Source: an optimization exercise on an open RTL-to-GDS flow (aim: small area and a short achievable clock period). Production flows keep margins and buffers that such runs may drop.
At most, simulation tests tie the RTL to the original design; equivalence was not proved.
The RTL of runs 4 and 5 was laid out without a check of its function.
Power and IR drop assume default switching activity.

**flow/flow/run.sh**
```bash
#!/bin/bash
# The standard layout flow (standard.sh), with the input and output ports
# buffered by buf_2 cells instead of the delay buffers that buffer_ports
# picks by default. standard.sh's full output goes to standard.log.
export BUFFER_PORTS_ARGS="-buffer_cell sky130_fd_sc_hd__buf_2"
bash standard.sh > standard.log 2>&1
```
**flow/standard.sh**
```bash
#!/bin/bash
# synth_recipe.tcl (not shown) runs the flow's synth.tcl, then flattens the netlist and writes it again
# the make line also repeats each setting of config.mk as NAME=value (left out here)
make -C /OpenROAD-flow-scripts/flow DESIGN_CONFIG=/design/flow/config.mk WORK_HOME=/design/flow/orfs CLKGATE_MAP_FILE= SYNTH_SCRIPT=/design/flow/synth_recipe.tcl "${@:-finish}"
```
**flow/config.mk**
```make
export PLATFORM = sky130hd
export DESIGN_NAME = fmtconv
export DESIGN_NICKNAME = fmtconv
export VERILOG_FILES = /design/flow/design.v
export SDC_FILE = /design/flow/constraint.sdc
export NUM_CORES = 4
export LEC_CHECK = 0
export ABC_AREA = 1
export CAP_MARGIN = 20
export CORE_MARGIN = 2
export CORE_UTILIZATION = 30
export CTS_CLUSTER_DIAMETER = 100
export CTS_CLUSTER_SIZE = 25
export SLEW_MARGIN = 20
```
**flow/constraint.sdc**
```tcl
create_clock -name core_clock -period 18.0 [get_ports {clk}]
set_input_delay 3.6000 -clock core_clock [delete_from_list [all_inputs] [get_ports {clk}]]
set_output_delay 3.6000 -clock core_clock [all_outputs]
set_load 0.01 [all_outputs]
```
**flow/design.v**
```verilog
module fc_align (
    input  wire [3:0]  dst,
    input  wire [31:0] m_raw,
    input  wire [4:0]  lz,
    input  wire signed [9:0] ash,
    input  wire        use_a,
    output wire        huge,
    output wire [31:0] q,
    output wire        g,
    output wire        g2,
    output wire        st2
);
    reg [5:0] kn;
    always @(*) begin
        case (dst)
            4'h0:       kn = 6'd31;
            4'h1:       kn = 6'd44;
            4'h2:       kn = 6'd47;
            4'h3:       kn = 6'd51;
            4'h4, 4'h5: kn = 6'd52;
            default:    kn = 6'd53;
        endcase
    end
    assign huge = ash[9];
    wire [5:0] ta = huge ? 6'd23 : ((ash > 10'sd33) ? 6'd56 : (ash[5:0] + 6'd23));
    wire [5:0] t = use_a ? ta : (kn - {1'b0, lz});
    wire [88:0] wide = {m_raw, 57'd0} >> t;
    assign q  = wide[65:34];
    assign g  = wide[33];
    assign g2 = wide[32];
    reg [31:0] smask;
    integer i;
    always @(*)
        for (i = 0; i < 32; i = i + 1)
            smask[i] = ({1'b0, t} >= i + 26);
    assign st2 = |(m_raw & smask);
endmodule
module fc_round (
    input  wire [3:0]  dst,
    input  wire [1:0]  rnd,
    input  wire        sign,
    input  wire        sub,
    input  wire [31:0] q,
    input  wire        g,
    input  wire        g2,
    input  wire        st2,
    output reg         inc,
    output wire        inx,
    output wire        cy,
    output wire        gt
);
    wire t_int = (dst >= 4'h7);
    reg [22:0] fmask;       
    always @(*) begin
        case (dst)
            4'h0:       fmask = 23'h7fffff;
            4'h1:       fmask = 23'h0003ff;
            4'h2:       fmask = 23'h00007f;
            4'h3:       fmask = 23'h000007;
            4'h4, 4'h5: fmask = 23'h000003;
            default:    fmask = 23'h000001;
        endcase
    end
    wire st = g2 | st2;
    assign inx = g | st;
    always @(*) begin
        case (rnd)
            2'd0:    inc = g & (st | q[0]);
            2'd1:    inc = 1'b0;
            2'd2:    inc = ~sign & inx;
            default: inc = sign & inx;
        endcase
    end
    wire ao = &(q[22:0] | ~fmask);
    wire p2 = ~sub & ~t_int & (|(q[24:2] & (fmask ^ (fmask >> 1))));
    assign cy = (inc & ao) | p2;
    assign gt = g & ((rnd == 2'd0) ? g2 : st);
endmodule
module fc_decode (
    input  wire [3:0]        src,
    input  wire [3:0]        dst,
    input  wire [31:0]       d,
    input  wire              flush_eff,
    output reg               sign,
    output reg               is_zero,
    output reg               is_inf,
    output reg               is_nan,
    output reg               is_snan,
    output reg               flushed,
    output wire              is_int,
    output reg  [31:0]       m_raw,
    output wire [4:0]        lz,       
    output wire signed [9:0] ash,      
    output wire signed [9:0] eb0,      
    output wire              ecz       
);
    assign is_int = (src >= 4'h7);
    reg        ineg;
    reg [31:0] ix;
    always @(*) begin
        case (src)
            4'h7:    begin ineg = d[31]; ix = d; end
            4'h8:    begin ineg = d[7];  ix = {{24{d[7]}}, d[7:0]}; end
            4'hA:    begin ineg = d[3];  ix = {{28{d[3]}}, d[3:0]}; end
            4'h9:    begin ineg = 1'b0;  ix = {24'd0, d[7:0]}; end
            default: begin ineg = 1'b0;  ix = {28'd0, d[3:0]}; end
        endcase
    end
    wire [31:0] imag = (ix ^ {32{ineg}}) + {31'd0, ineg};
    reg        fs;       
    reg        ecz_f;    
    assign ecz = ecz_f;
    reg        eco;      
    reg        fnz;      
    reg        fq;       
    reg [22:0] fm;       
    reg [7:0]  ec;       
    reg        flushable;
    always @(*) begin
        fs = 1'b0; ecz_f = 1'b0; eco = 1'b0; fnz = 1'b0; fq = 1'b0;
        fm = 23'd0; ec = 8'd0; flushable = 1'b0;
        case (src)
            4'h0: begin fs = d[31]; ec = d[30:23];        fm = d[22:0];          eco = &d[30:23]; flushable = 1'b1; end
            4'h1: begin fs = d[15]; ec = {3'd0, d[14:10]}; fm = {d[9:0], 13'd0};  eco = &d[14:10]; flushable = 1'b1; end
            4'h2: begin fs = d[15]; ec = d[14:7];         fm = {d[6:0], 16'd0};  eco = &d[14:7];  flushable = 1'b1; end
            4'h3: begin fs = d[7];  ec = {4'd0, d[6:3]};  fm = {d[2:0], 20'd0};  end
            4'h4: begin fs = d[7];  ec = {3'd0, d[6:2]};  fm = {d[1:0], 21'd0};  eco = &d[6:2]; end
            4'h5: begin fs = d[5];  ec = {5'd0, d[4:2]};  fm = {d[1:0], 21'd0};  end
            4'h6: begin fs = d[3];  ec = {6'd0, d[2:1]};  fm = {d[0], 22'd0};    end
            default: ;
        endcase
        ecz_f = (ec == 8'd0);
        fnz = (fm != 23'd0);
        fq  = fm[22];
    end
    wire f8a_nan = (src == 4'h3) && (d[7:0] == 8'h80);
    wire do_flush = flushable && flush_eff && ecz_f && fnz;
    reg izero;
    always @(*) begin
        case (src)
            4'h7:       izero = (d == 32'd0);
            4'h8, 4'h9: izero = (d[7:0] == 8'd0);
            default:    izero = (d[3:0] == 4'd0);
        endcase
    end
    always @(*) begin
        if (is_int) begin
            sign = ineg; is_zero = izero; is_inf = 1'b0; is_nan = 1'b0; is_snan = 1'b0;
            flushed = 1'b0; m_raw = imag;
        end else begin
            sign    = fs & ~f8a_nan;
            is_nan  = f8a_nan | (eco & fnz);
            is_inf  = eco & ~fnz;
            is_snan = eco & fnz & ~fq;
            is_zero = ~f8a_nan & ecz_f & (~fnz | do_flush);
            flushed = do_flush;
            m_raw   = {~ecz_f, fm, 8'd0};
        end
    end
    reg signed [9:0] bs, bd, kb;
    always @(*) begin
        case (src)
            4'h0, 4'h2: bs = 10'sd127;
            4'h1, 4'h4: bs = 10'sd15;
            4'h3:       bs = 10'sd7;
            4'h5:       bs = 10'sd3;
            4'h6:       bs = 10'sd1;
            default:    bs = -10'sd31;
        endcase
        case (dst)
            4'h0:    begin bd = 10'sd127; kb = -10'sd118; end
            4'h1:    begin bd = 10'sd15;  kb = 10'sd7;    end
            4'h2:    begin bd = 10'sd127; kb = -10'sd102; end
            4'h3:    begin bd = 10'sd7;   kb = 10'sd22;   end
            4'h4:    begin bd = 10'sd15;  kb = 10'sd15;   end
            4'h5:    begin bd = 10'sd3;   kb = 10'sd27;   end
            4'h6:    begin bd = 10'sd1;   kb = 10'sd30;   end
            default: begin bd = 10'sd0;   kb = 10'sd31;   end
        endcase
    end
    wire signed [9:0] t1 = bd - bs;
    wire signed [9:0] t2 = kb + bs;
    wire [7:0] ecx = is_int ? 8'd0 : (ec | {7'd0, ecz_f});
    assign eb0 = $signed({2'b00, ecx}) + t1;
    assign ash = t2 - $signed({2'b00, ecx});
    fc_lzc u_lzc (.x(is_int ? (ix ^ {32{ineg}}) : {~ecz_f, fm, 8'd0}), .lz(lz));
endmodule
module fc_round_pack (
    input  wire [3:0]        dst,
    input  wire [1:0]        rnd,
    input  wire              sat,
    input  wire              strict,
    input  wire              flush_eff,
    input  wire              sign,
    input  wire              is_zero,
    input  wire              is_inf,
    input  wire              is_nan,
    input  wire              is_snan,
    input  wire              flushed,
    input  wire              src_int,
    input  wire [31:0]       q,
    input  wire              inc,
    input  wire              inx,
    input  wire              cy,
    input  wire              gt,
    input  wire [7:0]        eb,
    input  wire              sub,
    input  wire              huge,
    output reg  [31:0]       data,
    output reg  [6:0]        flags
);
    localparam F_INVALID = 0, F_OVERFLOW = 2, F_UNDERFLOW = 3,
               F_INEXACT = 4, F_FLUSHED = 5, F_CLIPPED = 6;
    reg        t_int, t_kind0, t_kind1, t_kind2, t_flushable;
    reg [22:0] fmask;       
    reg [7:0]  emaxb;       
    always @(*) begin
        t_int = 1'b0; t_kind0 = 1'b0; t_kind1 = 1'b0; t_kind2 = 1'b0; t_flushable = 1'b0;
        fmask = 23'd0; emaxb = 8'd0;
        case (dst)
            4'h0: begin t_kind0 = 1'b1; t_flushable = 1'b1; fmask = 23'h7fffff; emaxb = 8'd254; end
            4'h1: begin t_kind0 = 1'b1; t_flushable = 1'b1; fmask = 23'h0003ff; emaxb = 8'd30;  end
            4'h2: begin t_kind0 = 1'b1; t_flushable = 1'b1; fmask = 23'h00007f; emaxb = 8'd254; end
            4'h3: begin t_kind1 = 1'b1; fmask = 23'h000007; emaxb = 8'd15; end
            4'h4: begin t_kind0 = 1'b1; fmask = 23'h000003; emaxb = 8'd30; end
            4'h5: begin t_kind2 = 1'b1; fmask = 23'h000003; emaxb = 8'd7;  end
            4'h6: begin t_kind2 = 1'b1; fmask = 23'h000001; emaxb = 8'd3;  end
            default: t_int = 1'b1;
        endcase
    end
    wire        sx = sign & t_int;
    wire [31:0] ir = (q ^ {32{sx}}) + {31'd0, sx ^ inc};
    wire [22:0] fr = ir[22:0] & fmask;
    wire [7:0]  ef = (sub ? 8'd0 : eb) + {7'd0, cy};
    wire ovf   = ~sub & ((eb > emaxb) | ((eb == emaxb) & cy));
    wire rzero = sub & ~(|q[22:0]) & ~inc;
    wire subres = sub & ~cy & ~rzero;
    wire tiny  = sub & ~(cy & gt);
    reg big;
    always @(*) begin
        case (rnd)
            2'd0:    big = 1'b1;
            2'd1:    big = 1'b0;
            2'd2:    big = ~sign;
            default: big = sign;
        endcase
    end
    reg        fsgn;
    reg [7:0]  fexp;
    reg [22:0] ffr;
    reg [6:0]  fflg;
    always @(*) begin
        fsgn = sign; fexp = 8'd0; ffr = 23'd0; fflg = 7'd0;
        if (is_nan) begin
            if (t_kind2) begin
                fsgn = 1'b0;
                fflg[F_CLIPPED] = 1'b1; fflg[F_INVALID] = 1'b1;
            end else if (t_kind1) begin
                fsgn = 1'b1;
                fflg[F_INVALID] = is_snan;
            end else begin
                fsgn = strict & sign;
                fexp = 8'hff;
                ffr  = ((strict ? q[22:0] : 23'd0) | (fmask ^ (fmask >> 1))) & fmask;
                fflg[F_INVALID] = is_snan;
            end
        end else if (is_inf) begin
            if (t_kind0 && !sat) begin
                fexp = 8'hff;
            end else begin
                fexp = emaxb; ffr = fmask;
                fflg[F_CLIPPED] = 1'b1;
            end
        end else if (is_zero) begin
            fsgn = sign & ~t_kind1;
        end else if (ovf) begin
            fflg[F_INEXACT] = 1'b1;
            if (t_kind0 && !sat) begin
                fflg[F_OVERFLOW] = 1'b1;
                if (big) fexp = 8'hff;
                else begin fexp = emaxb; ffr = fmask; end
            end else begin
                fexp = emaxb; ffr = fmask;
                fflg[F_CLIPPED] = 1'b1;
            end
        end else if (rzero) begin
            fsgn = sign & ~t_kind1;
            fflg[F_UNDERFLOW] = 1'b1; fflg[F_INEXACT] = 1'b1;
        end else if (t_flushable && flush_eff && subres) begin
            fflg[F_FLUSHED] = 1'b1; fflg[F_UNDERFLOW] = 1'b1; fflg[F_INEXACT] = 1'b1;
        end else begin
            fexp = ef; ffr = fr;
            fflg[F_INEXACT] = inx;
            fflg[F_UNDERFLOW] = inx & tiny;
        end
        if (!strict) begin
            fflg[F_UNDERFLOW] = 1'b0;
            fflg[F_INEXACT]   = 1'b0;
            if (!t_kind2) fflg[F_INVALID] = 1'b0;
        end
    end
    wire ge31 = q[31] | ((&q[30:0]) & inc);
    wire ge8  = (|q[31:8]) | ((&q[7:0]) & inc);
    wire ge7  = (|q[31:7]) | ((&q[6:0]) & inc);
    wire ge4  = (|q[31:4]) | ((&q[3:0]) & inc);
    wire ge3  = (|q[31:3]) | ((&q[2:0]) & inc);
    wire gt31 = q[31] & ((|q[30:0]) | inc);
    wire gt7  = (|q[31:8]) | (q[7] & ((|q[6:0]) | inc));
    wire gt3  = (|q[31:4]) | (q[3] & ((|q[2:0]) | inc));
    wire gt0  = (|q) | inc;
    reg [31:0] ihi, ilo;
    reg        over_hi, over_lo;
    always @(*) begin
        case (dst)
            4'h7:    begin ihi = 32'h7fffffff; ilo = 32'h80000000; over_hi = ge31; over_lo = gt31; end
            4'h8:    begin ihi = 32'h0000007f; ilo = 32'h00000080; over_hi = ge7;  over_lo = gt7;  end
            4'h9:    begin ihi = 32'h000000ff; ilo = 32'h00000000; over_hi = ge8;  over_lo = gt0;  end
            4'hA:    begin ihi = 32'h00000007; ilo = 32'h00000008; over_hi = ge3;  over_lo = gt3;  end
            default: begin ihi = 32'h0000000f; ilo = 32'h00000000; over_hi = ge4;  over_lo = gt0;  end
        endcase
    end
    reg [31:0] imsk;
    always @(*) begin
        case (dst)
            4'h7:       imsk = 32'hffffffff;
            4'h8, 4'h9: imsk = 32'h000000ff;
            default:    imsk = 32'h0000000f;
        endcase
    end
    wire clamp_hi = ~sign & (huge | over_hi);
    wire clamp_lo =  sign & (huge | over_lo);
    reg [31:0] idata;
    reg [6:0]  iflg;
    always @(*) begin
        idata = 32'd0; iflg = 7'd0;
        if (is_nan) begin
            iflg[F_CLIPPED] = 1'b1; iflg[F_INVALID] = 1'b1;
        end else if (is_inf) begin
            idata = sign ? ilo : ihi;
            iflg[F_CLIPPED] = 1'b1; iflg[F_INVALID] = 1'b1;
        end else if (is_zero) begin
            idata = 32'd0;
        end else begin
            iflg[F_INEXACT] = strict & inx;
            if (clamp_hi || clamp_lo) begin
                idata = clamp_hi ? ihi : ilo;
                iflg[F_CLIPPED] = 1'b1;
                if (!src_int) iflg[F_INEXACT] = strict;
            end else begin
                idata = ir & imsk;
            end
        end
    end
    always @(*) begin
        case (dst)
            4'h0:    data = {fsgn, fexp, ffr};
            4'h1:    data = {16'd0, fsgn, fexp[4:0], ffr[9:0]};
            4'h2:    data = {16'd0, fsgn, fexp, ffr[6:0]};
            4'h3:    data = {24'd0, fsgn, fexp[3:0], ffr[2:0]};
            4'h4:    data = {24'd0, fsgn, fexp[4:0], ffr[1:0]};
            4'h5:    data = {26'd0, fsgn, fexp[2:0], ffr[1:0]};
            4'h6:    data = {28'd0, fsgn, fexp[1:0], ffr[0]};
            default: data = idata;
        endcase
        flags = t_int ? iflg : fflg;
        flags[F_FLUSHED] = flags[F_FLUSHED] | flushed;
    end
endmodule
module fc_lzc (
    input  wire [31:0] x,
    output wire [4:0]  lz
);
    wire [15:0] v1;  wire [15:0] c1;
    wire [7:0]  v2;  wire [15:0] c2;
    wire [3:0]  v3;  wire [11:0] c3;
    wire [1:0]  v4;  wire [7:0]  c4;
    genvar k;
    generate
        for (k = 0; k < 16; k = k + 1) begin : g_l1
            assign v1[k] = x[2*k+1] | x[2*k];
            assign c1[k] = ~x[2*k+1];
        end
        for (k = 0; k < 8; k = k + 1) begin : g_l2
            assign v2[k] = v1[2*k+1] | v1[2*k];
            assign c2[2*k+1:2*k] = v1[2*k+1] ? {1'b0, c1[2*k+1]} : {1'b1, c1[2*k]};
        end
        for (k = 0; k < 4; k = k + 1) begin : g_l3
            assign v3[k] = v2[2*k+1] | v2[2*k];
            assign c3[3*k+2:3*k] = v2[2*k+1] ? {1'b0, c2[4*k+3:4*k+2]} : {1'b1, c2[4*k+1:4*k]};
        end
        for (k = 0; k < 2; k = k + 1) begin : g_l4
            assign v4[k] = v3[2*k+1] | v3[2*k];
            assign c4[4*k+3:4*k] = v3[2*k+1] ? {1'b0, c3[6*k+5:6*k+3]} : {1'b1, c3[6*k+2:6*k]};
        end
    endgenerate
    assign lz = v4[1] ? {1'b0, c4[7:4]} : {1'b1, c4[3:0]};
endmodule
module fmtconv (
    input  wire        clk,
    input  wire        rst,           
    input  wire        in_valid,
    input  wire [3:0]  src_fmt,
    input  wire [3:0]  dst_fmt,
    input  wire [1:0]  rnd,           
    input  wire        sat,
    input  wire        strict,
    input  wire        flush,
    input  wire [31:0] in_data,
    output reg         out_valid,
    output reg  [31:0] out_data,
    output reg  [6:0]  out_flags,     
    output reg         out_range      
);
    reg        r_valid;
    reg [3:0]  r_src, r_dst;
    reg [1:0]  r_rnd;
    reg        r_sat, r_strict, r_flush;
    reg [31:0] r_data;
    always @(posedge clk) begin
        if (rst) r_valid <= 1'b0;
        else     r_valid <= in_valid;
        r_src    <= src_fmt;
        r_dst    <= dst_fmt;
        r_rnd    <= rnd;
        r_sat    <= sat;
        r_strict <= strict;
        r_flush  <= flush;
        r_data   <= in_data;
    end
    wire        d_sign, d_zero, d_inf, d_nan, d_snan, d_flushed, d_int;
    wire [31:0] d_m;
    wire [4:0]  d_lz;
    wire signed [9:0] d_ash;
    wire signed [9:0] d_eb0;
    wire        d_ecz;
    fc_decode u_dec (
        .src(r_src), .dst(r_dst), .d(r_data), .flush_eff(r_flush | ~r_strict),
        .sign(d_sign), .is_zero(d_zero), .is_inf(d_inf), .is_nan(d_nan), .is_snan(d_snan),
        .flushed(d_flushed), .is_int(d_int), .m_raw(d_m), .lz(d_lz), .ash(d_ash), .eb0(d_eb0), .ecz(d_ecz));
    reg        s1_valid, s1_bad;
    reg [3:0]  s1_dst;
    reg [1:0]  s1_rnd;
    reg        s1_sat, s1_strict, s1_flush;
    reg        s1_sign, s1_zero, s1_inf, s1_nan, s1_snan, s1_flushed, s1_int;
    reg [31:0] s1_m;
    reg [4:0]  s1_lz;
    reg signed [9:0] s1_ash;
    reg signed [9:0] s1_eb0;
    reg        s1_ecz;
    always @(posedge clk) begin
        if (rst) s1_valid <= 1'b0;
        else     s1_valid <= r_valid;
        s1_bad     <= (r_src > 4'hB) || (r_dst > 4'hB);
        s1_dst     <= r_dst;
        s1_rnd     <= r_rnd;
        s1_sat     <= r_sat;
        s1_strict  <= r_strict;
        s1_flush   <= r_flush;
        s1_sign    <= d_sign;
        s1_zero    <= d_zero;
        s1_inf     <= d_inf;
        s1_nan     <= d_nan;
        s1_snan    <= d_snan;
        s1_flushed <= d_flushed;
        s1_int     <= d_int;
        s1_m       <= d_m;
        s1_lz      <= d_lz;
        s1_ash     <= d_ash;
        s1_eb0     <= d_eb0;
        s1_ecz     <= d_ecz;
    end
    wire s1_int_dst = (s1_dst >= 4'h7);
    wire s1_sub = ~s1_int_dst & ((s1_eb0 < 10'sd1) | ((s1_eb0 == 10'sd1) & s1_ecz));
    wire signed [9:0] s1_ebl = s1_eb0 - $signed({5'd0, s1_lz});
    wire [31:0] a_q;
    wire        a_g, a_g2, a_st2, a_huge;
    fc_align u_al (
        .dst(s1_dst), .m_raw(s1_m), .lz(s1_lz), .ash(s1_ash), .use_a(s1_int_dst | s1_sub),
        .huge(a_huge),
        .q(a_q), .g(a_g), .g2(a_g2), .st2(a_st2));
    wire        a_inc, a_inx, a_cy, a_gt;
    fc_round u_rd (
        .dst(s1_dst), .rnd(s1_rnd), .sign(s1_sign), .sub(s1_sub),
        .q(a_q), .g(a_g), .g2(a_g2), .st2(a_st2),
        .inc(a_inc), .inx(a_inx), .cy(a_cy), .gt(a_gt));
    reg        s2_valid, s2_bad;
    reg [3:0]  s2_dst;
    reg [1:0]  s2_rnd;
    reg        s2_sat, s2_strict, s2_flush;
    reg        s2_sign, s2_zero, s2_inf, s2_nan, s2_snan, s2_flushed, s2_int;
    reg [31:0] s2_q;
    reg        s2_inc, s2_inx, s2_cy, s2_gt, s2_sub, s2_huge;
    reg [7:0]  s2_eb;
    always @(posedge clk) begin
        if (rst) s2_valid <= 1'b0;
        else     s2_valid <= s1_valid;
        s2_bad     <= s1_bad;
        s2_dst     <= s1_dst;
        s2_rnd     <= s1_rnd;
        s2_sat     <= s1_sat;
        s2_strict  <= s1_strict;
        s2_flush   <= s1_flush;
        s2_sign    <= s1_sign;
        s2_zero    <= s1_zero;
        s2_inf     <= s1_inf;
        s2_nan     <= s1_nan;
        s2_snan    <= s1_snan;
        s2_flushed <= s1_flushed;
        s2_int     <= s1_int;
        s2_q       <= a_q;
        s2_inc     <= a_inc;
        s2_inx     <= a_inx;
        s2_cy      <= a_cy;
        s2_gt      <= a_gt;
        s2_sub     <= s1_sub;
        s2_eb      <= s1_ebl[7:0];
        s2_huge    <= a_huge;
    end
    wire [31:0] res_data;
    wire [6:0]  res_flags;
    fc_round_pack u_rp (
        .dst(s2_dst), .rnd(s2_rnd), .sat(s2_sat), .strict(s2_strict),
        .flush_eff(s2_flush | ~s2_strict),
        .sign(s2_sign), .is_zero(s2_zero), .is_inf(s2_inf), .is_nan(s2_nan), .is_snan(s2_snan),
        .flushed(s2_flushed), .src_int(s2_int),
        .q(s2_q), .inc(s2_inc), .inx(s2_inx), .cy(s2_cy), .gt(s2_gt), .eb(s2_eb), .sub(s2_sub), .huge(s2_huge),
        .data(res_data), .flags(res_flags));
    always @(posedge clk) begin
        if (rst) out_valid <= 1'b0;
        else     out_valid <= s2_valid;
        out_data  <= s2_bad ? 32'd0 : res_data;
        out_flags <= s2_bad ? 7'd0  : res_flags;
        out_range <= s2_bad;
    end
endmodule
```
==> flow_summary_export.csv, run 1 <==
group,metric,value,unit
synthesis,synth_area,17000,um^2
timing,period_minus_slack,4.59,ns
finish,fillers,6244,
timing,timing.final.crit_share,25.5,%
outcome,status,"timing/DRC/antenna clean",
floorplan,die-area,58500,um^2
clock_network,clock-sinks,226,
clock_network,htreeDepth,1,
timing,drv_slew,0,
place,port_buffers,87,
detailed_routing,vias_per_cell,5.25,
global_route,antenna_found_initial,1,
synthesis,yosys_register_bits,226,
floorplan,io_pins,89,
finish,post_route_cells_drive_above_1_share,7.62,%
detailed_routing,num_vias,18100,
place,hpwl,48.6,mm
floorplan,rows,87,
timing,tns,0,ns
timing,finClkSkew,0.0301,ns
global_route,grt_pass1_wl,96.2,mm
clock_network,clk_path_buf_depth,3,
synthesis,ys_top_cells_by_area,"dfxtp_1, nand2_1, nand3_1",
global_route,grt-ovfl-total,0,
hold_path,hold_path.class,"reg2reg",
clock_network,cts_setup_buffers,0,
clock_network,cts_tree,"done",
clock_network,ctsResizeCount,0,
global_route,grt_use_met1,27.3,%
synthesis,ys_dominant_reg_cell,"dfxtp_1",
worst_setup_path,crit_path_end_kind,"primary output",
pwr,ir_drop,0.0716,mV
global_route,gr-usage-met2,32.8,%
worst_setup_path,regToRegSetupSlack,13.54,ns
detailed_routing,dr.pass1.iters,6,
synthesis,synth_top_cell_area_share,26.6,%
worst_setup_path,startpoint_type,"register",
finish,area_growth,9.05,%
detailed_routing,drc,0,
synthesis,synth_edf_count,0,
synthesis,yosysTopAreaCell,"dfxtp_1",
synthesis,ys_warn_count,5,
global_route,top_usage_layer,"met2",
place,gp_congestion,1.02,
worst_setup_path,cp_slowest_cell,"dfxtp_1",
detailed_routing,drt-initial-drc-count,2153,
floorplan,die_w,242,um
synthesis,avgSynthCellArea,6.37,um^2
worst_setup_path,critPathKind,"reg2out",
worst_setup_path,cpLargestDelayFamily,"flip-flops",
timing,slew_headroom,28.9,%
finish,final_net_count,2816,
global_route,track_usage,20.4,%
worst_setup_path,slowest_delay,0.34,ns
synthesis,synthCells,2666,
synthesis,synth_nets,2786,
clock_network,clk_latency,0.53,ns
worst_setup_path,crit_buf_inv,1,
finish,utilization,33.0,%
floorplan,die_h,242,um
timing,timing.hold.ws,0.334,ns
clock_network,ctsHoldBuffers,0,
global_route,use_met3,2.91,%
flow_run,drv_cap,0,
global_route,grt_pass1_vias,17100,
worst_setup_path,critPathRequiredTime,14.40,ns
clock_network,cts_buffers,15,
pwr,p_per_area,131,nW/um^2
timing,hold_viol_final,0,
floorplan,start_util,30.2,%
clock_network,clk_root_buffer_cell,"clkbuf_16",
detailed_routing,ant_nets,0,
detailed_routing,finalWirelength,61.7,mm
global_route,grt_max_degree,49,
finish,instances_no_fill,3458,
worst_setup_path,critPathArrivalTime,0.99,ns
finish,n_antenna_cell,0,
finish,mostFrequentLayoutCells,"nand2_1, nand3_1, inv_1",
pwr,p_leak,8.84,nW
detailed_routing,wire_per_inst,17.8,um
timing,grt_setup_unrepaired,"no",
synthesis,yosysSeqAreaShare,26.6,%
worst_setup_path,worstPathMaxFanout,1,
timing,worstMarginPinSlew,1.07,ns
timing,setup_violations,0,
finish,layout_commonest_cell,"nand2_1",
timing,max_freq,218,MHz
clock_network,clk_pin_slew,0.09,ns
synthesis,ys_types,70,
place,placed_cells,3435,
synthesis,synthArstFlopShare,0,%
worst_setup_path,worstPathCellList,"buf_2",
floorplan,core_region_area,56200,um^2
==> synthesized netlist by cell type (4+ instances only) <==
cell type    n
a22oi_1      4
buf_4        9
nor2_4       4
nand4_1     59
fa_1        15
xor2_1      67
nor2_1     236
inv_2       13
or2_2        8
o2111ai_1    4
ha_1        57
nand2_2      7
buf_1        5
nand2_1    594
o21bai_1     5
nand3_1    414
dfxtp_1    226
a31oi_1     24
o21ai_0    126
o211ai_1    10
nor2_2      17
mux2i_1      6
nand3b_1    12
a21oi_1    147
nor4_1      10
o22ai_1     29
clkbuf_1    49
xnor2_1     28
clkinv_1     9
nor3_1      42
buf_2       25
inv_1      323
o31ai_1      4
o21ai_1     13
xor2_2       5
a21o_1       6
==> worst paths after layout <==
kind                                             start                 endpoint  cells after the start
worst min-delay path                  r_rnd[1]$_DFF_P_        s1_rnd[1]$_DFF_P_                      0
worst min register to register        r_rnd[1]$_DFF_P_        s1_rnd[1]$_DFF_P_                      0
worst max-delay path            out_data[3]$_SDFF_PP0_              out_data[3]                      1
worst max register to register       s2_dst[1]$_DFF_P_  out_data[11]$_SDFF_PP0_                     20
==> cell type report <==
class	instances	area (um^2)	share of cell area (%)
tap	756	946	5.11
sequential	226	4520	24.4
inverter	346	1300	7.04
clock buffer	16	379	2.05
clock inverter	7	92.6	0.500
timing repair buffer	106	578	3.12
multi-input combinational	2001	10700	57.8
==> sequential cells by signal (all words and copies together), names as in the netlist, 2 cells and up <==
register,count
r_rnd,2
s2_q,32
s1_lz,5
r_src,4
s1_eb0,10
s1_m,32
out_flags,6
s2_dst,4
s1_rnd,2
r_dst,4
s1_ash,10
r_data,32
s1_dst,4
s2_rnd,2
s2_eb,8
out_data,32
==> cells by family (layout without fill, tap and decap cells) <==
family | Yosys count | count (layout) | share of synthesized area, %
XOR/XNOR | 102 | 102 | 5.70
buffers and inverters | 439 | 475 | 10.4
multiplexers | 9 | 9 | 0.575
adder cells (fa/ha/maj) | 72 | 72 | 5.97
AO/OA/AOI/OAI | 394 | 394 | 13.0
flip-flops | 226 | 226 | 26.6
other | 1 | 1 | 0.0221
AND/OR/NAND/NOR | 1423 | 1423 | 37.6
==> power by group <==
group / internal (W) / total [W] / leakage, nW / switching, W
Clock: 0.000164 / 0.000366 / 0.231 / 0.000202
Sequential: 0.000600 / 0.000683 / 1.88 / 0.0000831
Combinational: 0.000408 / 0.00137 / 6.72 / 0.000962
==> per-layer routing <==
metal | part of all wire, % | wire (um)
met1 | 44 | 26900
met2 | 44 | 27200
met3 | 7.6 | 4720
met4 | 4.6 | 2840
met5 | 0 | 0
==> through the flow <==
stage | setup slack, ns | total power [W] | instance area (um^2)
floorplan | 14.07 | 0.00164 | 17000
global placement | 13.75 | 0.00204 | 18000
detailed placement | 13.69 | 0.00203 | 18000
CTS | 13.36 | 0.00240 | 18500
global route | 13.18 | 0.00261 | 18500
finish | 13.41 | 0.00242 | 18500
==> inputs of run 2 (changes only) <==
--- a/flow/config.mk
+++ b/flow/config.mk
@@ -10,5 +10,5 @@
 export CORE_MARGIN = 2
 export CORE_UTILIZATION = 30
-export CTS_CLUSTER_DIAMETER = 100
-export CTS_CLUSTER_SIZE = 25
+export CTS_CLUSTER_DIAMETER = 120
+export CTS_CLUSTER_SIZE = 32
 export SLEW_MARGIN = 20
==> flow_summary_export.csv, run 2 <==
group,metric,value,unit
worst_setup_path,crit_path_end_kind,"primary output",
timing,hold_viol_final,0,
worst_setup_path,reg2regPathDepth,20,
place,port_buffers,87,
pwr,p_seq_share,28.7,%
hold_path,hold_path_depth,0,
synthesis,synth_top_cell_area_share,26.6,%
synthesis,synthTopCellsByCount,"nand2_1, nand3_1, inv_1, nor2_1, dfxtp_1",
timing,worstMarginPinSlew,1.06,ns
synthesis,yosysSeqAreaShare,26.6,%
worst_setup_path,path_depth,1,
pwr,comb_power_share,57.6,%
pwr,swShare,51.6,%
synthesis,yosys_register_bits,226,
floorplan,die_w,242,um
timing,max_freq,218,MHz
worst_setup_path,slowest_delay,0.34,ns
detailed_routing,wire_per_inst,17.8,um
pwr,internal-power,0.00115,W
detailed_routing,ant_nets,0,
synthesis,synth_edf_count,0,
pwr,p_leak,8.80,nW
synthesis,ys_top_cells_by_area,"dfxtp_1, nand2_1, nand3_1",
clock_network,clock-sinks,226,
global_route,grt_max_degree,49,
synthesis,synthCells,2666,
clock_network,ctsResizeCount,0,
worst_setup_path,critPathArrivalTime,0.98,ns
clock_network,clk_path_buf_depth,3,
synthesis,synth_nets,2786,
timing,tns,0,ns
detailed_routing,finalWirelength,61.4,mm
floorplan,die_h,242,um
hold_path,hold_path.class,"reg2reg",
finish,mostFrequentLayoutCells,"nand2_1, nand3_1, inv_1",
flow_run,drv_cap,0,
worst_setup_path,startpoint_type,"register",
worst_setup_path,critPathKind,"reg2out",
pwr,p_per_area,129,nW/um^2
synthesis,yosysMostFrequentCell,"nand2_1",
floorplan,die-area,58500,um^2
worst_setup_path,worstPathCellList,"buf_2",
worst_setup_path,worstPathMaxFanout,1,
floorplan,rows,87,
synthesis,synthArstFlopShare,0,%
finish,final_net_count,2813,
floorplan,core_region_area,56200,um^2
finish,post_route_cells_drive_above_1_share,7.49,%
finish,layout_commonest_cell,"nand2_1",
clock_network,clk_root_buffer_cell,"clkbuf_16",
outcome,status,"timing/DRC/antenna clean",
global_route,grt_pass1_wl,95.9,mm
timing,grt_setup_unrepaired,"no",
clock_network,cts_tree,"done",
floorplan,start_util,30.2,%
clock_network,clk_latency,0.51,ns
worst_setup_path,cp_slowest_cell,"dfxtp_1",
detailed_routing,dr.pass1.iters,7,
synthesis,yosysTopAreaCell,"dfxtp_1",
global_route,grt-ovfl-total,0,
clock_network,htreeDepth,1,
clock_network,cts_setup_buffers,0,
synthesis,avgSynthCellArea,6.37,um^2
synthesis,ys_types,70,
clock_network,ctsHoldBuffers,0,
timing,slew_headroom,29.3,%
finish,utilization,32.9,%
detailed_routing,drt-initial-drc-count,2276,
synthesis,synth_area,17000,um^2
place,hpwl,48.6,mm
worst_setup_path,crit_buf_inv,1,
pwr,ir_drop,0.0816,mV
timing,drv_slew,0,
detailed_routing,vias_per_cell,5.23,
pwr,clkPwrFrac,13.7,%
worst_setup_path,regToRegSetupSlack,13.54,ns
clock_network,clk_pin_slew,0.11,ns
detailed_routing,drc,0,
global_route,track_usage,20.3,%
finish,area_growth,8.69,%
timing,period_minus_slack,4.58,ns
floorplan,io_pins,89,
worst_setup_path,cpLargestDelayFamily,"flip-flops",
synthesis,ys_warn_count,5,
place,gp_congestion,1.02,
timing,timing.final.crit_share,25.5,%
global_route,antenna_found_initial,1,
detailed_routing,num_vias,18100,
synthesis,ys_dominant_reg_cell,"dfxtp_1",
pwr,power.switching,0.00123,W
timing,setup_violations,0,
timing,finClkSkew,0.0346,ns
finish,n_antenna_cell,0,
clock_network,cts_buffers,12,
worst_setup_path,critPathRequiredTime,14.40,ns
global_route,grt_pass1_vias,17000,
## run 2: cell families after synthesis
group,count (synthesis),synth area share [%]
flops,226,26.6
compound gates,394,13.0
fa+ha+maj,72,5.97
mux,9,0.575
simple gates,1423,37.6
buf+inv,439,10.4
other cells,1,0.0221
xor+xnor,102,5.70
## run 2: power groups by stage
stage          logic [W]  registers, W  clock network [W]
6_report         0.00137      0.000683           0.000326
5_1_grt          0.00152      0.000695           0.000354
4_1_cts          0.00134      0.000682           0.000336
3_5_place_dp     0.00133      0.000695                  0
3_3_place_gp     0.00134      0.000693                  0
2_1_floorplan   0.000979      0.000663                  0
## run 2: through the flow
stage | std cells | worst slack (ns) | hold WS (ns) | power, W | area (um^2)
6_report | 3453 | 13.42 | 0.338 | 0.00238 | 18500
5_1_grt | 3453 | 13.17 | 0.348 | 0.00257 | 18500
2_1_floorplan | 2666 | 14.07 | 0.310 | 0.00164 | 17000
3_3_place_gp | 3435 | 13.75 | 0.311 | 0.00204 | 18000
4_1_cts | 3453 | 13.38 | 0.339 | 0.00236 | 18500
3_5_place_dp | 3435 | 13.69 | 0.312 | 0.00203 | 18000
## run 2: area by class of cell
type	count	area, um^2
clock inverters	4	71.3
clock buffers	14	339
multi-input cells	2001	10700
inverters	346	1300
flip-flops and latches	226	4520
well taps	756	946
fillers	6269	37700
repair buffers	106	578
## run 2: final timing paths
check,end,startpoint
worst max-delay path,out_data[3],out_data[3]$_SDFF_PP0_
worst min-delay path,s1_sat$_DFF_P_,r_sat$_DFF_P_
worst max register to register,out_data[11]$_SDFF_PP0_,s2_dst[1]$_DFF_P_
worst min register to register,s1_sat$_DFF_P_,r_sat$_DFF_P_
## run 2: metal layers
layer | wire length (um) | part of all wire, % | global-route usage (%) | vias to the layer above
li1 | - | - | - | 8843
met1 | 26700 | 43 | 27.4 | 8110
met2 | 27100 | 44 | 32.7 | 939
met3 | 4850 | 7.9 | 2.55 | 169
met4 | 2810 | 4.6 | 8.28 | 0
met5 | 0 | 0 | 0 | -
==> inputs of run 3 (changes only) <==
--- a/flow/config.mk
+++ b/flow/config.mk
@@ -9,5 +9,5 @@
 export CAP_MARGIN = 20
 export CORE_MARGIN = 2
-export CORE_UTILIZATION = 30
+export CORE_UTILIZATION = 40
 export CTS_CLUSTER_DIAMETER = 120
 export CTS_CLUSTER_SIZE = 32
==> flow_summary_export.csv, run 3 <==
group,metric,value,unit
outcome,status,"timing/DRC/antenna clean",
synthesis,synthCells,2666,
synthesis,avgSynthCellArea,6.37,um^2
worst_setup_path,reg2reg_from,"s1_dst[2]$_DFF_P_",
floorplan,io_pins,89,
clock_network,clk_path_buf_depth,3,
flow_run,drv_cap,0,
worst_setup_path,crit_path_end_kind,"register",
finish,area_growth,7.01,%
pwr,ir_drop,0.0712,mV
synthesis,synthTopCellsByCount,"nand2_1, nand3_1, inv_1, nor2_1, dfxtp_1",
clock_network,clock-sinks,226,
detailed_routing,num_vias,18100,
timing,slew_headroom,36.5,%
detailed_routing,drc,0,
worst_setup_path,critPathKind,"reg2reg",
finish,fillers,4563,
worst_setup_path,crit_start,"s1_dst[2]$_DFF_P_",
finish,post_route_cells_drive_above_1_share,7.49,%
clock_network,clk_pin_slew,0.11,ns
global_route,grt_use_met1,38.5,%
timing,max_freq,217,MHz
detailed_routing,dr.pass1.iters,6,
finish,final_net_count,2813,
synthesis,ys_top_cells_by_area,"dfxtp_1, nand2_1, nand3_1",
clock_network,cts_tree,"done",
floorplan,die_w,210,um
finish,instances_no_fill,3235,
synthesis,synthArstFlopShare,0,%
clock_network,htreeDepth,1,
timing,drv_slew,0,
place,hpwl,53.4,mm
global_route,grt_pass1_wl,103,mm
pwr,p_leak,8.80,nW
timing,period_minus_slack,4.61,ns
detailed_routing,vias_per_cell,5.61,
worst_setup_path,worstPathMaxFanout,13,
floorplan,die-area,44100,um^2
place,gp_congestion,0.990,
clock_network,ctsResizeCount,0,
synthesis,synth_top_cell_area_share,26.6,%
global_route,grt_pass1_vias,17800,
hold_path,hold_path.class,"reg2reg",
timing,hold_viol_final,0,
synthesis,yosysTopAreaCell,"dfxtp_1",
floorplan,core_region_area,41900,um^2
detailed_routing,ant_nets,0,
worst_setup_path,critPathArrivalTime,5.03,ns
pwr,p_per_area,134,nW/um^2
clock_network,ctsHoldBuffers,0,
global_route,grt-ovfl-total,0,
finish,multi_input_area,10700,um^2
synthesis,synth_nets,2786,
clock_network,cts_setup_buffers,0,
timing,grt_setup_unrepaired,"no",
timing,tns,0,ns
global_route,use_met3,3.38,%
floorplan,die_h,210,um
finish,seqCellArea,4520,um^2
timing,timing.final.crit_share,25.6,%
synthesis,ys_warn_count,5,
synthesis,yosysSeqAreaShare,26.6,%
hold_path,worstHoldStart,"r_sat$_DFF_P_",
place,port_buffers,87,
worst_setup_path,critPathRequiredTime,18.42,ns
timing,setup_violations,0,
timing,timing.hold.ws,0.338,ns
place,placed_cells,3217,
floorplan,rows,75,
global_route,top_usage_layer,"met2",
global_route,grt_max_degree,49,
synthesis,yosys_register_bits,226,
timing,worstMarginPinSlew,0.953,ns
clock_network,clk_root_buffer_cell,"clkbuf_16",
global_route,antenna_found_initial,0,
finish,n_antenna_cell,0,
pwr,p_total,0.00244,W
clock_network,clk_latency,0.52,ns
finish,mostFrequentLayoutCells,"nand2_1, nand3_1, inv_1",
synthesis,synth_edf_count,0,
synthesis,ys_dominant_reg_cell,"dfxtp_1",
detailed_routing,wire_per_inst,20.5,um
global_route,gr-usage-met2,52.1,%
finish,layout_commonest_cell,"nand2_1",
timing,finClkSkew,0.0253,ns
detailed_routing,drt-initial-drc-count,1854,
worst_setup_path,startpoint_type,"register",
detailed_routing,finalWirelength,66.4,mm
global_route,track_usage,30.0,%
synthesis,ys_types,70,
clock_network,cts_buffers,12,
floorplan,start_util,40.5,%
synthesis,yosysMostFrequentCell,"nand2_1",
synthesis,synth_area,17000,um^2
==> run 3: layout make-up <==
cell class	count	share of cell area [%]
Multi-Input combinational cell	2001	58.9
Clock buffer	13	1.79
Inverter	346	7.17
Timing Repair Buffer	106	3.18
Tap cell	539	3.71
Clock inverter	4	0.379
Sequential cell	226	24.9
==> run 3: where the power goes <==
part | total [W] | switching [W] | internal [W] | leakage, nW
combinational | 0.00144 | 0.00103 | 0.000408 | 6.72
sequential | 0.000681 | 0.0000813 | 0.000600 | 1.88
clock | 0.000319 | 0.000179 | 0.000140 | 0.191
==> run 3: final timing paths <==
check	slack [ns]	cells after the start	to
worst min-delay path	0.34	0	s1_sat$_DFF_P_
worst max register to register	13.39	25	s2_cy$_DFF_P_
worst min register to register	0.34	0	s1_sat$_DFF_P_
worst max-delay path	13.39	25	s2_cy$_DFF_P_
==> run 3: worst max-delay path: stages (launching register included) <==
cell,delay [ns]
dfxtp_1,0.37
nor2_2,0.22
inv_1,0.11
nor2_1,0.32
a21oi_1,0.13
ha_1,0.33
nand2_1,0.07
inv_1,0.06
o21ai_0,0.10
nand3_1,0.11
nand2_1,0.07
nand3_1,0.15
nand2_1,0.50
inv_1,0.36
o21ai_1,0.27
nand2_1,0.12
nand2_1,0.07
nand2_1,0.05
nor2_1,0.12
nand2_1,0.12
nor2_1,0.21
nand4_1,0.24
nand2_1,0.14
nand2_1,0.12
nand3_1,0.11
nand2_1,0.06
==> run 3: stage by stage <==
| step | setup WS [ns] | instance area [um^2] | utilization, % |
|---|---|---|---|
| 6_report | 13.39 | 18200 | 43.3 |
| 5_1_grt | 12.95 | 18200 | 43.3 |
| 4_1_cts | 13.37 | 18200 | 43.3 |
| 3_5_place_dp | 13.52 | 17800 | 42.4 |
| 3_3_place_gp | 13.55 | 17800 | 42.4 |
| 2_1_floorplan | 14.07 | 17000 | - |
==> run 3: cell families (layout without fill, tap and decap cells) <==
kind of cell,count (synthesis),after routing,share of synthesized area (%)
AND/OR/NAND/NOR,1423,1423,37.6
buffers and inverters,439,469,10.4
AO/OA/AOI/OAI,394,394,13.0
flip-flops,226,226,26.6
XOR/XNOR,102,102,5.70
adder cells (fa/ha/maj),72,72,5.97
multiplexers,9,9,0.575
other,1,1,0.0221
==> run 3: per-layer routing <==
metal  part of all wire (%)  vias to the layer above  wire [um]
met5                      0                        -          0
met1                     43                     8422      28500
met3                    5.9                      145       3930
met2                     47                      746      31400
met4                    3.8                        0       2530
li1                       -                     8836          -
==> inputs of run 4 (changes only) <==
--- a/flow/design.v
+++ b/flow/design.v
@@ -205,4 +205,7 @@
     input  wire              gt,
     input  wire [7:0]        eb,
+    input  wire              ebgt,     
+    input  wire              ebeq,     
+    input  wire              qz,       
     input  wire              sub,
     input  wire              huge,
@@ -233,6 +236,6 @@
     wire [22:0] fr = ir[22:0] & fmask;
     wire [7:0]  ef = (sub ? 8'd0 : eb) + {7'd0, cy};
-    wire ovf   = ~sub & ((eb > emaxb) | ((eb == emaxb) & cy));
-    wire rzero = sub & ~(|q[22:0]) & ~inc;
+    wire ovf   = ~sub & (ebgt | (ebeq & cy));
+    wire rzero = sub & qz & ~inc;
     wire subres = sub & ~cy & ~rzero;
     wire tiny  = sub & ~(cy & gt);
@@ -473,4 +476,8 @@
     wire s1_sub = ~s1_int_dst & ((s1_eb0 < 10'sd1) | ((s1_eb0 == 10'sd1) & s1_ecz));
     wire signed [9:0] s1_ebl = s1_eb0 - $signed({5'd0, s1_lz});
+    wire [7:0] s1_emaxb = (s1_dst == 4'h0 || s1_dst == 4'h2) ? 8'd254 :
+                          (s1_dst == 4'h1 || s1_dst == 4'h4) ? 8'd30 :
+                          (s1_dst == 4'h3) ? 8'd15 :
+                          (s1_dst == 4'h5) ? 8'd7 : 8'd3;
     wire [31:0] a_q;
     wire        a_g, a_g2, a_st2, a_huge;
@@ -492,4 +499,5 @@
     reg        s2_inc, s2_inx, s2_cy, s2_gt, s2_sub, s2_huge;
     reg [7:0]  s2_eb;
+    reg        s2_ebgt, s2_ebeq, s2_qz;
     always @(posedge clk) begin
         if (rst) s2_valid <= 1'b0;
@@ -515,4 +523,7 @@
         s2_sub     <= s1_sub;
         s2_eb      <= s1_ebl[7:0];
+        s2_ebgt    <= s1_ebl[7:0] > s1_emaxb;
+        s2_ebeq    <= s1_ebl[7:0] == s1_emaxb;
+        s2_qz      <= ~(|a_q[22:0]);
         s2_huge    <= a_huge;
     end
@@ -524,5 +535,5 @@
         .sign(s2_sign), .is_zero(s2_zero), .is_inf(s2_inf), .is_nan(s2_nan), .is_snan(s2_snan),
         .flushed(s2_flushed), .src_int(s2_int),
-        .q(s2_q), .inc(s2_inc), .inx(s2_inx), .cy(s2_cy), .gt(s2_gt), .eb(s2_eb), .sub(s2_sub), .huge(s2_huge),
+        .q(s2_q), .inc(s2_inc), .inx(s2_inx), .cy(s2_cy), .gt(s2_gt), .eb(s2_eb), .ebgt(s2_ebgt), .ebeq(s2_ebeq), .qz(s2_qz), .sub(s2_sub), .huge(s2_huge),
         .data(res_data), .flags(res_flags));
     always @(posedge clk) begin
--- a/flow/config.mk
+++ b/flow/config.mk
@@ -9,5 +9,5 @@
 export CAP_MARGIN = 20
 export CORE_MARGIN = 2
-export CORE_UTILIZATION = 40
+export CORE_UTILIZATION = 30
 export CTS_CLUSTER_DIAMETER = 120
 export CTS_CLUSTER_SIZE = 32
==> flow_summary_export.csv, run 4 <==
group,metric,value,unit
synthesis,avgSynthCellArea,6.33,um^2
timing,period_minus_slack,4.64,ns
timing,max_freq,216,MHz
worst_setup_path,critPathRequiredTime,18.45,ns
worst_setup_path,startpoint_type,"register",
finish,n_antenna_cell,0,
detailed_routing,ant_nets,0,
synthesis,synth_edf_count,0,
timing,finClkSkew,0.0150,ns
worst_setup_path,crit_path_end_kind,"register",
floorplan,die_h,245,um
hold_path,hold_path.class,"reg2reg",
finish,instances_no_fill,3531,
floorplan,start_util,30.2,%
finish,layout_commonest_cell,"nand2_1",
detailed_routing,finalWirelength,60.0,mm
place,placed_cells,3515,
synthesis,synth_nets,2863,
timing,slew_headroom,30.2,%
clock_network,clk_path_buf_depth,3,
worst_setup_path,worstPathMaxFanout,16,
worst_setup_path,regToRegSetupSlack,13.36,ns
synthesis,ys_dominant_reg_cell,"dfxtp_1",
timing,grt_setup_unrepaired,"no",
synthesis,ys_warn_count,5,
global_route,antenna_found_initial,0,
timing,setup_violations,0,
hold_path,hold_path_depth,0,
detailed_routing,vias_per_cell,5.17,
synthesis,ys_types,73,
finish,mostFrequentLayoutCells,"nand2_1, nand3_1, inv_1",
timing,tns,0,ns
detailed_routing,drt-initial-drc-count,2018,
synthesis,synthTopCellsByCount,"nand2_1, nand3_1, inv_1, nor2_1, dfxtp_1",
synthesis,synth_top_cell_area_share,26.4,%
global_route,grt-ovfl-total,0,
place,port_buffers,87,
clock_network,clock-sinks,229,
floorplan,die_w,245,um
floorplan,die-area,59900,um^2
hold_path,min_to,"s2_inf$_DFF_P_",
clock_network,cts_setup_buffers,0,
synthesis,synthArstFlopShare,0,%
worst_setup_path,reg2reg_to,"s2_cy$_DFF_P_",
synthesis,synth_area,17400,um^2
synthesis,ys_top_cells_by_area,"dfxtp_1, nand2_1, nand3_1",
place,gp_congestion,0.999,
detailed_routing,drc,0,
worst_setup_path,reg2regPathDepth,26,
worst_setup_path,slowest_delay,0.60,ns
global_route,grt_pass1_wl,94.3,mm
clock_network,clk_latency,0.50,ns
clock_network,ctsHoldBuffers,0,
detailed_routing,dr.pass1.iters,6,
worst_setup_path,cp_slowest_cell,"nor2_2",
clock_network,clk_pin_slew,0.11,ns
worst_setup_path,cp_common_cell,"nand2_1",
worst_setup_path,reg2reg_from,"s1_dst[2]$_DFF_P_",
clock_network,cts_buffers,11,
timing,timing.final.crit_share,25.8,%
clock_network,cts_tree,"done",
global_route,grt_pass1_vias,17000,
clock_network,clk_root_buffer_cell,"clkbuf_16",
pwr,ir_drop,0.0904,mV
place,hpwl,48.0,mm
detailed_routing,wire_per_inst,17.0,um
finish,final_net_count,2883,
outcome,status,"timing/DRC/antenna clean",
clock_network,ctsResizeCount,0,
floorplan,rows,88,
floorplan,io_pins,89,
global_route,track_usage,19.6,%
timing,timing.hold.ws,0.328,ns
clock_network,htreeDepth,1,
worst_setup_path,critPathArrivalTime,5.09,ns
synthesis,yosysTopAreaCell,"dfxtp_1",
worst_setup_path,critPathKind,"reg2reg",
timing,hold_viol_final,0,
floorplan,core_region_area,57500,um^2
finish,area_growth,7.85,%
synthesis,yosysSeqAreaShare,26.4,%
finish,post_route_cells_drive_above_1_share,7.85,%
worst_setup_path,crit_start,"s1_dst[2]$_DFF_P_",
pwr,p_leak,8.81,nW
timing,drv_slew,0,
synthesis,yosysMostFrequentCell,"nand2_1",
synthesis,synthCells,2743,
flow_run,drv_cap,0,
detailed_routing,num_vias,18300,
hold_path,worstHoldStart,"s1_inf$_SDFF_PN0_",
global_route,grt_max_degree,54,
timing,worstMarginPinSlew,1.05,ns
pwr,p_per_area,129,nW/um^2
synthesis,yosys_register_bits,229,
-- run 4: cell families after synthesis --
logic type / count (synthesis) / share of synthesized area [%]
other: 1 / 0.0216
multiplexers: 7 / 0.446
XOR/XNOR: 104 / 5.74
buffers and inverters: 470 / 10.9
flip-flops: 229 / 26.4
AO/OA/AOI/OAI: 394 / 12.9
adder cells (fa/ha/maj): 72 / 5.83
AND/OR/NAND/NOR: 1466 / 37.8
-- run 4: per-layer routing --
metal  track usage (%)  share of wire (%)
met5                 0                  0
met4              6.98                3.9
met3              2.53                7.6
met2              31.5                 44
met1              26.8                 44
-- run 4: where the power goes --
group          leakage, nW  switching, W  internal [W]
Clock                0.155      0.000168      0.000120
Combinational         6.75       0.00102      0.000427
Sequential            1.91     0.0000713      0.000609
-- run 4: cell type report --
class	count	area, um^2
clock buffer	13	293
clock inverter	3	32.5
fill	6506	38700
inverter	372	1400
multi-input combinational	2044	10900
sequential	229	4580
tap	765	957
timing repair buffer	105	571
-- run 4: per-stage QoR --
| step | util [%] | instance area, um^2 | setup slack, ns | power, W |
|---|---|---|---|---|
| 2_1_floorplan | - | 17400 | 14.07 | 0.00169 |
| 3_3_place_gp | 32.0 | 18400 | 13.51 | 0.00210 |
| 3_5_place_dp | 32.0 | 18400 | 13.45 | 0.00210 |
| 4_1_cts | 32.6 | 18700 | 13.42 | 0.00239 |
| 5_1_grt | 32.6 | 18700 | 12.82 | 0.00261 |
| 6_report | 32.6 | 18700 | 13.36 | 0.00241 |
-- run 4: worst max-delay path: cells and delay by family, from the launching register on --
| family | cells | cell delay, ns |
|---|---|---|
| buffers and inverters | 6 | 0.79 |
| flip-flops | 1 | 0.44 |
| XOR/XNOR | 1 | 0.13 |
| adder cells (fa/ha/maj) | 2 | 0.54 |
| AND/OR/NAND/NOR | 17 | 2.66 |
-- run 4: worst max-delay path by stage --
stage	end
final	s2_cy$_DFF_P_
after global routing	s2_cy$_DFF_P_
after CTS	s2_cy$_DFF_P_
after detailed placement	s2_cy$_DFF_P_
after global placement	s2_cy$_DFF_P_
after floorplan	out_data[0]
==> inputs of run 5 (changes only) <==
--- a/flow/config.mk
+++ b/flow/config.mk
@@ -10,5 +10,5 @@
 export CORE_MARGIN = 2
 export CORE_UTILIZATION = 30
-export CTS_CLUSTER_DIAMETER = 120
-export CTS_CLUSTER_SIZE = 32
+export CTS_CLUSTER_DIAMETER = 100
+export CTS_CLUSTER_SIZE = 25
 export SLEW_MARGIN = 20
==> flow_summary_export.csv, run 5 <==
group,metric,value,unit
pwr,power.switching,0.00127,W
detailed_routing,wire_per_inst,16.9,um
flow_run,drv_cap,0,
finish,post_route_cells_drive_above_1_share,8.01,%
timing,slew_headroom,31.3,%
global_route,track_usage,19.5,%
detailed_routing,num_vias,18300,
floorplan,rows,88,
timing,worstMarginPinSlew,1.02,ns
worst_setup_path,worstPathMaxFanout,16,
floorplan,die-area,59900,um^2
floorplan,die_w,245,um
finish,final_net_count,2886,
synthesis,synth_edf_count,0,
synthesis,synthCells,2743,
pwr,internal-power,0.00121,W
worst_setup_path,cp_slowest_cell,"nor2_2",
finish,layout_commonest_cell,"nand2_1",
pwr,comb_power_share,58.2,%
pwr,ir_drop,0.0901,mV
synthesis,synthSimpleGateAreaFrac,37.8,%
clock_network,cts_buffers,14,
finish,fillers,6497,
timing,max_freq,216,MHz
synthesis,ys_dominant_reg_cell,"dfxtp_1",
clock_network,ctsHoldBuffers,0,
finish,n_antenna_cell,0,
pwr,p_seq_share,27.5,%
detailed_routing,drt-initial-drc-count,1969,
pwr,swShare,51.1,%
timing,tns,0,ns
worst_setup_path,critPathRequiredTime,18.46,ns
synthesis,synth_top_cell_area_share,26.4,%
outcome,status,"timing/DRC/antenna clean",
worst_setup_path,startpoint_type,"register",
synthesis,yosys.area_share.adder,5.83,%
synthesis,ys_warn_count,5,
floorplan,core_region_area,57500,um^2
place,gp_congestion,0.999,
clock_network,clk_path_buf_depth,3,
global_route,grt_pass1_wl,94.0,mm
floorplan,io_pins,89,
worst_setup_path,critPathKind,"reg2reg",
pwr,p_per_area,131,nW/um^2
detailed_routing,finalWirelength,59.8,mm
timing,setup_violations,0,
synthesis,synthMuxAreaShare,0.446,%
clock_network,ctsResizeCount,0,
synthesis,synth_nets,2863,
timing,hold_viol_final,0,
synthesis,synth_top_family_by_area,"simple AND/OR/NAND/NOR gates",
floorplan,start_util,30.2,%
global_route,antenna_found_initial,0,
worst_setup_path,cp_common_cell,"nand2_1",
clock_network,clk_root_buffer_cell,"clkbuf_16",
worst_setup_path,crit_path_end_kind,"register",
synthesis,avgSynthCellArea,6.33,um^2
synthesis,yosys_register_bits,229,
clock_network,cts_tree,"done",
timing,timing.final.crit_share,25.8,%
detailed_routing,dr.pass1.iters,6,
global_route,grt-ovfl-total,0,
clock_network,cts_setup_buffers,0,
worst_setup_path,slowest_delay,0.59,ns
synthesis,yosysMostFrequentCell,"nand2_1",
finish,area_growth,8.66,%
pwr,p_leak,8.89,nW
synthesis,synthTopCellsByCount,"nand2_1, nand3_1, inv_1, nor2_1, dfxtp_1",
pwr,clkPwrFrac,14.4,%
detailed_routing,ant_nets,0,
place,port_buffers,87,
synthesis,synth_area,17400,um^2
clock_network,htreeDepth,1,
finish,multi_input_area,10900,um^2
synthesis,synth_compound_area_share,12.9,%
detailed_routing,drc,0,
synthesis,yosysSeqAreaShare,26.4,%
finish,seqCellArea,4580,um^2
worst_setup_path,critPathArrivalTime,5.10,ns
timing,timing.hold.ws,0.333,ns
clock_network,clk_latency,0.52,ns
timing,finClkSkew,0.0316,ns
synthesis,ys_types,73,
detailed_routing,vias_per_cell,5.18,
global_route,grt_pass1_vias,16900,
finish,utilization,32.8,%
finish,mostFrequentLayoutCells,"nand2_1, nand3_1, inv_1",
synthesis,synthArstFlopShare,0,%
place,hpwl,48.0,mm
global_route,grt_max_degree,54,
clock_network,clk_pin_slew,0.10,ns
synthesis,yosysTopAreaCell,"dfxtp_1",
clock_network,clock-sinks,229,
synthesis,ys_top_cells_by_area,"dfxtp_1, nand2_1, nand3_1",
timing,period_minus_slack,4.64,ns
timing,grt_setup_unrepaired,"no",
hold_path,hold_path.class,"reg2reg",
worst_setup_path,cpLargestDelayFamily,"simple AND/OR/NAND/NOR gates",
synthesis,synthXorXnorAreaFrac,5.74,%
worst_setup_path,crit_buf_inv,6,
timing,drv_slew,0,
floorplan,die_h,245,um
## run 5: cell counts after synthesis
Identical to the previous run, type by type.
## run 5: metal layers
layer	share of wire [%]	track usage (%)
met4	4.0	6.78
met2	44	31.5
met1	44	26.6
met3	7.6	2.66
met5	0	0
## run 5: metrics by stage
stage                     power [W]  cell area [um^2]  setup WS [ns]  cells
after floorplan             0.00169             17400          14.07   2743
after detailed placement    0.00210             18400          13.45   3515
final                       0.00248             18900          13.36   3535
after CTS                   0.00246             18900          13.41   3535
after global routing        0.00267             18900          12.83   3535
after global placement      0.00210             18400          13.51   3515
## run 5: worst register-to-register path: cells and delay by family, from the launching register on
| kind | cells | cell delay, ns |
|---|---|---|
| adder cells (fa/ha/maj) | 2 | 0.54 |
| flip-flops | 1 | 0.43 |
| buffers and inverters | 6 | 0.81 |
| AND/OR/NAND/NOR | 17 | 2.67 |
| XOR/XNOR | 1 | 0.13 |
## run 5: worst paths after layout
check | from | end | slack, ns | depth (start not counted)
min reg2reg | s1_sat$_DFF_P_ | s2_sat$_DFF_P_ | 0.33 | 0
max reg2reg | s1_dst[2]$_DFF_P_ | s2_cy$_DFF_P_ | 13.36 | 26
max | s1_dst[2]$_DFF_P_ | s2_cy$_DFF_P_ | 13.36 | 26
min | s1_sat$_DFF_P_ | s2_sat$_DFF_P_ | 0.33 | 0
## run 5: cell families (layout without fill, tap and decap cells)
logic type | Yosys count | in the layout
multiplexers | 7 | 7
flip-flops | 229 | 229
other | 1 | 1
AO/OA/AOI/OAI | 394 | 394
adder cells (fa/ha/maj) | 72 | 72
buffers and inverters | 470 | 497
AND/OR/NAND/NOR | 1466 | 1466
XOR/XNOR | 104 | 104
## run 5: power groups by stage
stage / clock network, W / logic (W) / registers [W]
finish: 0.000356 / 0.00144 / 0.000680
global route: 0.000386 / 0.00160 / 0.000691
CTS: 0.000369 / 0.00141 / 0.000680
detailed placement: 0 / 0.00140 / 0.000693
global placement: 0 / 0.00141 / 0.000691
floorplan: 0 / 0.00102 / 0.000670
## run 5: layout make-up
cell class | count | share of cell area (%)
Multi-Input combinational cell | 2044 | 57.8
Sequential cell | 229 | 24.3
Inverter | 372 | 7.40
Tap cell | 765 | 5.07
Timing Repair Buffer | 105 | 3.02
Clock buffer | 16 | 2.06
Clock inverter | 4 | 0.411

[port drivers added, routing unchanged]
In the flow no input, the clock included, has a driving cell. The finished layouts below were timed again as built, in two steps. Step 1: set_driving_cell puts a clkbuf_16 on clk and a buf_2 on each other input, an assumption about the parent block. Step 2 times the ports against the registers' clock, not the clock port: input delays grow and output delays shrink by t, the midpoint of the rising clock arrivals with the driver on. a / b / c = ideal ports / drivers / drivers and shift; a / b = the first two.
run	shift t [ns]	setup WS [ns]	worst setup path at the end	clock arrival spread, ns
run 1	0.572	13.408 / 13.353 / 13.541	register to register	0.037 / 0.037
run 2	0.550	13.418 / 13.362 / 13.544	register to register	0.046 / 0.046
run 3	0.555	13.386 / 13.342 / 13.386	register to register	0.050 / 0.050
run 4	0.544	13.361 / 13.361 / 13.361	register to register	0.015 / 0.015
run 5	0.550	13.362 / 13.362 / 13.362	register to register	0.031 / 0.031
After both steps setup and hold are still met in every run listed.
